This design comes from an exercise in tuning for small area, a short achievable clock period and few clock cycles on the open sky130 flow, not from production work. In this exercise RTL edits were held to simulation tests only and were not proved equivalent to the original. No activity file was given, so power comes from the tool's default toggle rates.

==> inputs of 10-04 <==
==> flow/design.v <==
module dig_ctx (
  input             clk,
  input             rst,           
  input             open_valid,    
  input      [2:0]  open_alg,      
  input             rel,           
  input             exp_we,        
  input      [2:0]  exp_idx,
  input      [31:0] exp_data,
  input             in_valid,      
  input      [31:0] in_data,
  input             in_last,
  input      [2:0]  in_nbytes,     
  output            in_ready,
  output reg [1:0]  open_resp,     
  output            ctx_busy,
  output            ctx_finished,
  output reg        equal,
  output reg        no_expected,
  output reg [15:0] not_equal_cnt
);
  localparam [1:0] RESP_NONE = 2'd0, RESP_OK = 2'd1, RESP_BUSY = 2'd2, RESP_BAD = 2'd3;
  localparam [1:0] S_FREE = 2'd0,   
                   S_PRO  = 2'd1,   
                   S_RUN  = 2'd2,   
                   S_FIN  = 2'd3;   
  localparam [255:0] IV = {32'h6a09e667, 32'hbb67ae85, 32'h3c6ef372, 32'ha54ff53a,
                           32'h510e527f, 32'h9b05688c, 32'h1f83d9ab, 32'h5be0cd19};
  reg [1:0]  state;
  reg [6:0]  kidx;         
  reg [31:0] w [0:15];     
  reg [31:0] qa [0:3];     
  reg [31:0] qe [0:3];     
  reg [31:0] exp_v [0:7];  
  reg [31:0] p;            
  reg        has_exp;
  reg [31:0] len;          
  reg        fin;          
  reg        pad80;        
  reg        lenhi;        
  reg        final_blk;    
  reg        first;        
  reg [31:0] a, b, c, d, e, f, g, hh;
  integer i;
  reg [31:0] k_t;
  always @(*) begin
    case (kidx[5:0])
      6'd0: k_t = 32'h428a2f98;
      6'd1: k_t = 32'h71374491;
      6'd2: k_t = 32'hb5c0fbcf;
      6'd3: k_t = 32'he9b5dba5;
      6'd4: k_t = 32'h3956c25b;
      6'd5: k_t = 32'h59f111f1;
      6'd6: k_t = 32'h923f82a4;
      6'd7: k_t = 32'hab1c5ed5;
      6'd8: k_t = 32'hd807aa98;
      6'd9: k_t = 32'h12835b01;
      6'd10: k_t = 32'h243185be;
      6'd11: k_t = 32'h550c7dc3;
      6'd12: k_t = 32'h72be5d74;
      6'd13: k_t = 32'h80deb1fe;
      6'd14: k_t = 32'h9bdc06a7;
      6'd15: k_t = 32'hc19bf174;
      6'd16: k_t = 32'he49b69c1;
      6'd17: k_t = 32'hefbe4786;
      6'd18: k_t = 32'h0fc19dc6;
      6'd19: k_t = 32'h240ca1cc;
      6'd20: k_t = 32'h2de92c6f;
      6'd21: k_t = 32'h4a7484aa;
      6'd22: k_t = 32'h5cb0a9dc;
      6'd23: k_t = 32'h76f988da;
      6'd24: k_t = 32'h983e5152;
      6'd25: k_t = 32'ha831c66d;
      6'd26: k_t = 32'hb00327c8;
      6'd27: k_t = 32'hbf597fc7;
      6'd28: k_t = 32'hc6e00bf3;
      6'd29: k_t = 32'hd5a79147;
      6'd30: k_t = 32'h06ca6351;
      6'd31: k_t = 32'h14292967;
      6'd32: k_t = 32'h27b70a85;
      6'd33: k_t = 32'h2e1b2138;
      6'd34: k_t = 32'h4d2c6dfc;
      6'd35: k_t = 32'h53380d13;
      6'd36: k_t = 32'h650a7354;
      6'd37: k_t = 32'h766a0abb;
      6'd38: k_t = 32'h81c2c92e;
      6'd39: k_t = 32'h92722c85;
      6'd40: k_t = 32'ha2bfe8a1;
      6'd41: k_t = 32'ha81a664b;
      6'd42: k_t = 32'hc24b8b70;
      6'd43: k_t = 32'hc76c51a3;
      6'd44: k_t = 32'hd192e819;
      6'd45: k_t = 32'hd6990624;
      6'd46: k_t = 32'hf40e3585;
      6'd47: k_t = 32'h106aa070;
      6'd48: k_t = 32'h19a4c116;
      6'd49: k_t = 32'h1e376c08;
      6'd50: k_t = 32'h2748774c;
      6'd51: k_t = 32'h34b0bcb5;
      6'd52: k_t = 32'h391c0cb3;
      6'd53: k_t = 32'h4ed8aa4a;
      6'd54: k_t = 32'h5b9cca4f;
      6'd55: k_t = 32'h682e6ff3;
      6'd56: k_t = 32'h748f82ee;
      6'd57: k_t = 32'h78a5636f;
      6'd58: k_t = 32'h84c87814;
      6'd59: k_t = 32'h8cc70208;
      6'd60: k_t = 32'h90befffa;
      6'd61: k_t = 32'ha4506ceb;
      6'd62: k_t = 32'hbef9a3f7;
      default: k_t = 32'hc67178f2;
    endcase
  end
  wire run    = (state == S_RUN);
  wire is_u   = run && (kidx == 7'd0);
  wire is_r   = run && (kidx != 7'd0);
  wire blk_run  = run && (kidx <= 7'd14 || kidx == 7'd63) && !final_blk;
  wire blk_word = (state == S_PRO) || (state == S_FIN) || blk_run;
  wire sch_word = run && kidx >= 7'd15 && kidx <= 7'd62;
  wire need_in  = (state == S_FIN) || ((state == S_PRO || blk_run) && !fin);
  wire adv      = !need_in || in_valid;
  wire accept   = need_in && in_valid;
  wire [3:0] widx = kidx[3:0] + 4'd1;    
  wire exp_ok = exp_we && (state == S_PRO || state == S_RUN) && !fin;
  assign in_ready     = need_in;
  assign ctx_busy     = (state != S_FREE);
  assign ctx_finished = (state == S_FIN);
  reg [31:0] last_word;
  always @(*) begin
    case (in_nbytes)
      3'd0:    last_word = 32'h80000000;
      3'd1:    last_word = {in_data[31:24], 24'h800000};
      3'd2:    last_word = {in_data[31:16], 16'h8000};
      3'd3:    last_word = {in_data[31:8], 8'h80};
      default: last_word = in_data;
    endcase
  end
  wire [31:0] in_word  = in_last ? last_word : in_data;
  wire [2:0]  in_count = in_last ? (in_nbytes > 3'd4 ? 3'd4 : in_nbytes) : 3'd4;
  wire [31:0] len_hi = {29'd0, len[31:29]};
  wire [31:0] len_lo = {len[28:0], 3'b000};
  reg [31:0] pad_word;
  always @(*) begin
    if (!pad80)
      pad_word = 32'h80000000;
    else if (widx == 4'd14)
      pad_word = len_hi;
    else if (widx == 4'd15 && lenhi)
      pad_word = len_lo;
    else
      pad_word = 32'd0;
  end
  function [31:0] csa_s(input [31:0] x, input [31:0] y, input [31:0] z);
    csa_s = x ^ y ^ z;
  endfunction
  function [31:0] csa_c(input [31:0] x, input [31:0] y, input [31:0] z);
    csa_c = {(x[30:0] & y[30:0]) | (x[30:0] & z[30:0]) | (y[30:0] & z[30:0]), 1'b0};
  endfunction
  wire [31:0] s1  = {e[5:0], e[31:6]} ^ {e[10:0], e[31:11]} ^ {e[24:0], e[31:25]};
  wire [31:0] ch  = (e & f) ^ (~e & g);
  wire [31:0] s0  = {a[1:0], a[31:2]} ^ {a[12:0], a[31:13]} ^ {a[21:0], a[31:22]};
  wire [31:0] maj = (a & b) ^ (a & c) ^ (b & c);
  wire [31:0] e1s = csa_s(p, d, ch),      e1c = csa_c(p, d, ch);
  wire [31:0] e2s = csa_s(e1s, e1c, s1),  e2c = csa_c(e1s, e1c, s1);
  wire [31:0] e_new = e2s + e2c;
  wire [31:0] a1s = csa_s(p, maj, ch),    a1c = csa_c(p, maj, ch);
  wire [31:0] a2s = csa_s(a1s, a1c, s0),  a2c = csa_c(a1s, a1c, s0);
  wire [31:0] a3s = csa_s(a2s, a2c, s1),  a3c = csa_c(a2s, a2c, s1);
  wire [31:0] a_new = a3s + a3c;
  wire [31:0] sum_a = qa[3] + (first ? 32'd0 : a);
  wire [31:0] sum_e = qe[3] + (first ? 32'd0 : e);
  wire ff = run && (kidx >= 7'd62 || kidx == 7'd0);
  wire [31:0] p_h   = is_u ? qe[2] : g;
  wire [31:0] p_new = p_h + k_t + w[15];
  wire [31:0] ws0   = {w[1][6:0], w[1][31:7]} ^ {w[1][17:0], w[1][31:18]} ^ (w[1] >> 3);
  wire [31:0] ws1   = {w[14][16:0], w[14][31:17]} ^ {w[14][18:0], w[14][31:19]} ^ (w[14] >> 10);
  wire [31:0] w_sch = ws1 + w[9] + ws0 + w[0];
  wire [31:0] w_in  = sch_word ? w_sch : (need_in ? in_word : pad_word);
  wire        w_sh  = (sch_word || blk_word) && adv;
  wire hash_eq = ({sum_a, qa[0], qa[1], qa[2], sum_e, qe[0], qe[1], qe[2]} ==
                  {exp_v[0], exp_v[1], exp_v[2], exp_v[3],
                   exp_v[4], exp_v[5], exp_v[6], exp_v[7]});
  wire start = (state == S_PRO || state == S_FIN) && accept;   
  wire last_u = is_u && final_blk;
  always @(posedge clk) begin
    if (w_sh) begin
      for (i = 0; i < 15; i = i + 1) w[i] <= w[i + 1];
      w[15] <= w_in;
    end
    if (run && adv) p <= p_new;
    if (is_r && adv) begin
      hh <= g; g <= f; f <= e; e <= e_new;
      d  <= c; c <= b; b <= a; a <= a_new;
    end else if (is_u && adv) begin
      a <= sum_a; b <= qa[0]; c <= qa[1]; d <= qa[2];
      e <= sum_e; f <= qe[0]; g <= qe[1]; hh <= qe[2];
    end
  end
  always @(posedge clk) begin
    if (start) begin
      qa[0] <= IV[223:192]; qa[1] <= IV[191:160]; qa[2] <= IV[159:128]; qa[3] <= IV[255:224];
      qe[0] <= IV[95:64];   qe[1] <= IV[63:32];   qe[2] <= IV[31:0];    qe[3] <= IV[127:96];
    end else if (ff && adv) begin
      qa[0] <= sum_a; qa[1] <= qa[0]; qa[2] <= qa[1]; qa[3] <= qa[2];
      qe[0] <= sum_e; qe[1] <= qe[0]; qe[2] <= qe[1]; qe[3] <= qe[2];
    end
  end
  always @(posedge clk) begin
    if ((state == S_FREE && open_valid && open_alg == 3'd0 && !rel) || (start && state == S_FIN)) begin
      for (i = 0; i < 8; i = i + 1) exp_v[i] <= 32'd0;
    end else if (exp_ok) begin
      exp_v[exp_idx] <= exp_data;
    end
  end
  always @(posedge clk) begin
    if (rst) begin
      state         <= S_FREE;
      open_resp     <= RESP_NONE;
      equal         <= 1'b0;
      no_expected   <= 1'b0;
      not_equal_cnt <= 16'd0;
      kidx          <= 7'd0;
      has_exp       <= 1'b0;
      len           <= 32'd0;
      fin           <= 1'b0;
      pad80         <= 1'b0;
      lenhi         <= 1'b0;
      final_blk     <= 1'b0;
      first         <= 1'b1;
    end else begin
      if (!open_valid)
        open_resp <= RESP_NONE;
      else if (state != S_FREE)
        open_resp <= RESP_BUSY;
      else if (open_alg != 3'd0)
        open_resp <= RESP_BAD;
      else
        open_resp <= RESP_OK;
      if (exp_ok) has_exp <= 1'b1;
      if (rel) begin
        state       <= S_FREE;
        equal       <= 1'b0;
        no_expected <= 1'b0;
      end else if (state == S_FREE) begin
        if (open_valid && open_alg == 3'd0) begin
          state     <= S_PRO;
          has_exp   <= 1'b0;
          len       <= 32'd0;
          fin       <= 1'b0;
          pad80     <= 1'b0;
          lenhi     <= 1'b0;
          final_blk <= 1'b0;
          first     <= 1'b1;
        end
      end else begin
        if (blk_word && adv) begin
          if (accept) begin
            if (in_last) begin
              fin   <= 1'b1;
              pad80 <= (in_count != 3'd4);
            end
          end else begin
            if (pad80) begin
              if (widx == 4'd14) lenhi <= 1'b1;
              if (widx == 4'd15 && lenhi) final_blk <= 1'b1;
            end
            pad80 <= 1'b1;
          end
        end
        if (accept) len <= (start ? 32'd0 : len) + {29'd0, in_count};
        if (start) begin
          state       <= S_RUN;
          kidx        <= 7'd0;
          first       <= 1'b1;
          equal       <= 1'b0;
          no_expected <= 1'b0;
          if (state == S_FIN) begin
            has_exp   <= 1'b0;
            lenhi     <= 1'b0;
            final_blk <= 1'b0;
            if (!in_last) begin
              fin   <= 1'b0;
              pad80 <= 1'b0;
            end
          end
        end else if (run && adv) begin
          if (last_u) begin
            state       <= S_FIN;
            equal       <= has_exp && hash_eq;
            no_expected <= !has_exp;
            if (!(has_exp && hash_eq) && not_equal_cnt != 16'hffff)
              not_equal_cnt <= not_equal_cnt + 16'd1;
          end
          if (is_u) first <= 1'b0;
          kidx <= (kidx == 7'd64) ? 7'd0 : kidx + 7'd1;
        end
      end
    end
  end
endmodule
==> flow/run.sh <==
#!/bin/bash
# synth_recipe.tcl (not shown) runs the flow's synth.tcl, then flattens the netlist and writes it again
# the make line also repeats each setting of config.mk as NAME=value (left out here)
make -C /OpenROAD-flow-scripts/flow DESIGN_CONFIG=/design/flow/config.mk WORK_HOME=/design/flow/orfs CLKGATE_MAP_FILE= SYNTH_SCRIPT=/design/flow/synth_recipe.tcl finish
==> flow/config.mk <==
export PLATFORM = sky130hd
export DESIGN_NAME = dig_ctx
export DESIGN_NICKNAME = dig_ctx
export VERILOG_FILES = /design/flow/design.v
export SDC_FILE = /design/flow/constraint.sdc
export NUM_CORES = 4
export LEC_CHECK = 0
export CAP_MARGIN = 20
export CORE_MARGIN = 2
export CORE_UTILIZATION = 40
export PLACE_DENSITY = 0.6
export SLEW_MARGIN = 20
==> flow/constraint.sdc <==
create_clock -name core_clock -period 10.0 [get_ports {clk}]
set_input_delay 2.0000 -clock core_clock [delete_from_list [all_inputs] [get_ports {clk}]]
set_output_delay 2.0000 -clock core_clock [all_outputs]
set_load 0.01 [all_outputs]
==> 04-19: changes against 10-04 <==
--- a/flow/design.v
+++ b/flow/design.v
@@ -158,2 +158,19 @@
   endfunction
+  function [31:0] ks_add(input [31:0] x, input [31:0] y);
+    reg [31:0] gg, pp, g2, p2;
+    integer l, k;
+    begin
+      gg = x & y;
+      pp = x ^ y;
+      for (l = 1; l < 32; l = l * 2) begin
+        g2 = gg; p2 = pp;
+        for (k = l; k < 32; k = k + 1) begin
+          g2[k] = gg[k] | (pp[k] & gg[k - l]);
+          p2[k] = pp[k] & pp[k - l];
+        end
+        gg = g2; pp = p2;
+      end
+      ks_add = (x ^ y) ^ {gg[30:0], 1'b0};
+    end
+  endfunction
   wire [31:0] s1  = {e[5:0], e[31:6]} ^ {e[10:0], e[31:11]} ^ {e[24:0], e[31:25]};
@@ -164,3 +181,3 @@
   wire [31:0] e2s = csa_s(e1s, e1c, s1),  e2c = csa_c(e1s, e1c, s1);
-  wire [31:0] e_new = e2s + e2c;
+  wire [31:0] e_new = ks_add(e2s, e2c);
   wire [31:0] a1s = csa_s(p, maj, ch),    a1c = csa_c(p, maj, ch);
@@ -168,3 +185,3 @@
   wire [31:0] a3s = csa_s(a2s, a2c, s1),  a3c = csa_c(a2s, a2c, s1);
-  wire [31:0] a_new = a3s + a3c;
+  wire [31:0] a_new = ks_add(a3s, a3c);
   wire [31:0] sum_a = qa[3] + (first ? 32'd0 : a);
--- a/flow/config.mk
+++ b/flow/config.mk
@@ -11,2 +11,3 @@
 export PLACE_DENSITY = 0.6
+export SETUP_SLACK_MARGIN = 5
 export SLEW_MARGIN = 20
==> comparison table <==
metric                                                                             10-04            04-19
Run status                                                      timing/DRC/antenna clean  timing/DRC/antenna clean
Relative contribution of the clock network to total power                          43.3%            41.2%
# placed instances                                                                  9429             9447
Initial antenna violation count                                                       20               23
Die Outline Area                                                            190000 sq um     191000 sq um
Unique masters post-synth                                                             94               96
Worst Setup Slack, final                                                         2.60 ns          4.84 ns
Combined area of the multi-input logic cells                                 33600 sq um      37000 sq um
Ratio of cells with drive above 1 in the final layout                              5.19%            14.5%
Avg Inst Size Synth                                                           10.5 sq um       10.5 sq um
Chip Height                                                                       436 um           437 um
Worst slack at placement                                                         2.75 ns          3.24 ns
Overall via count from detail_route                                                56001            58217
Post-cts repair resize count                                                           0              412
Portion of total power attributed to combinational logic                            7.5%            10.7%
Sequential cell area share                                                         45.4%            42.4%
CP Capture Point                                           not_equal_cnt[1]$_SDFFE_PP0P_  a[29]$_DFFE_PP_
Testbench counts of 10-04, summed over its fixed seeds: cycles 91,902.
Testbench counts of 04-19, summed over its fixed seeds: cycles 91,902.

-- what the ideal ports hide --
How much do the figures lean on ideal ports? The routed layouts below were timed once more, with nothing changed but the port constraints. Step 1 (the two cells are an assumption about what drives the block):
set clk [get_ports {clk}]
set_driving_cell -lib_cell sky130_fd_sc_hd__clkbuf_16 $clk
set_driving_cell -lib_cell sky130_fd_sc_hd__buf_2 [delete_from_list [all_inputs] $clk]
Step 2 times the ports against the registers' clock, not the clock port: input delays grow and output delays shrink by t, the midpoint of the rising clock arrivals with the driver on. Slacks: no drivers / after step 1 / after step 2; pairs: no drivers / after step 1.
run	shift t [ns]	setup slack, ns	worst register clock-pin slew, ns	worst slew at a driven data input, ns	cell pins on the clock port's net
10-04	0.889	2.599 / 2.599 / 2.599	0.07 / 0.07	0.05	1
04-19	0.899	4.838 / 4.838 / 4.295	0.07 / 0.07	0.07	1
After both steps setup and hold are still met in every run listed. For 04-19, which loses most, drivers alone change the setup slack by 0.000 ns; drivers and shift together by -0.543 ns.
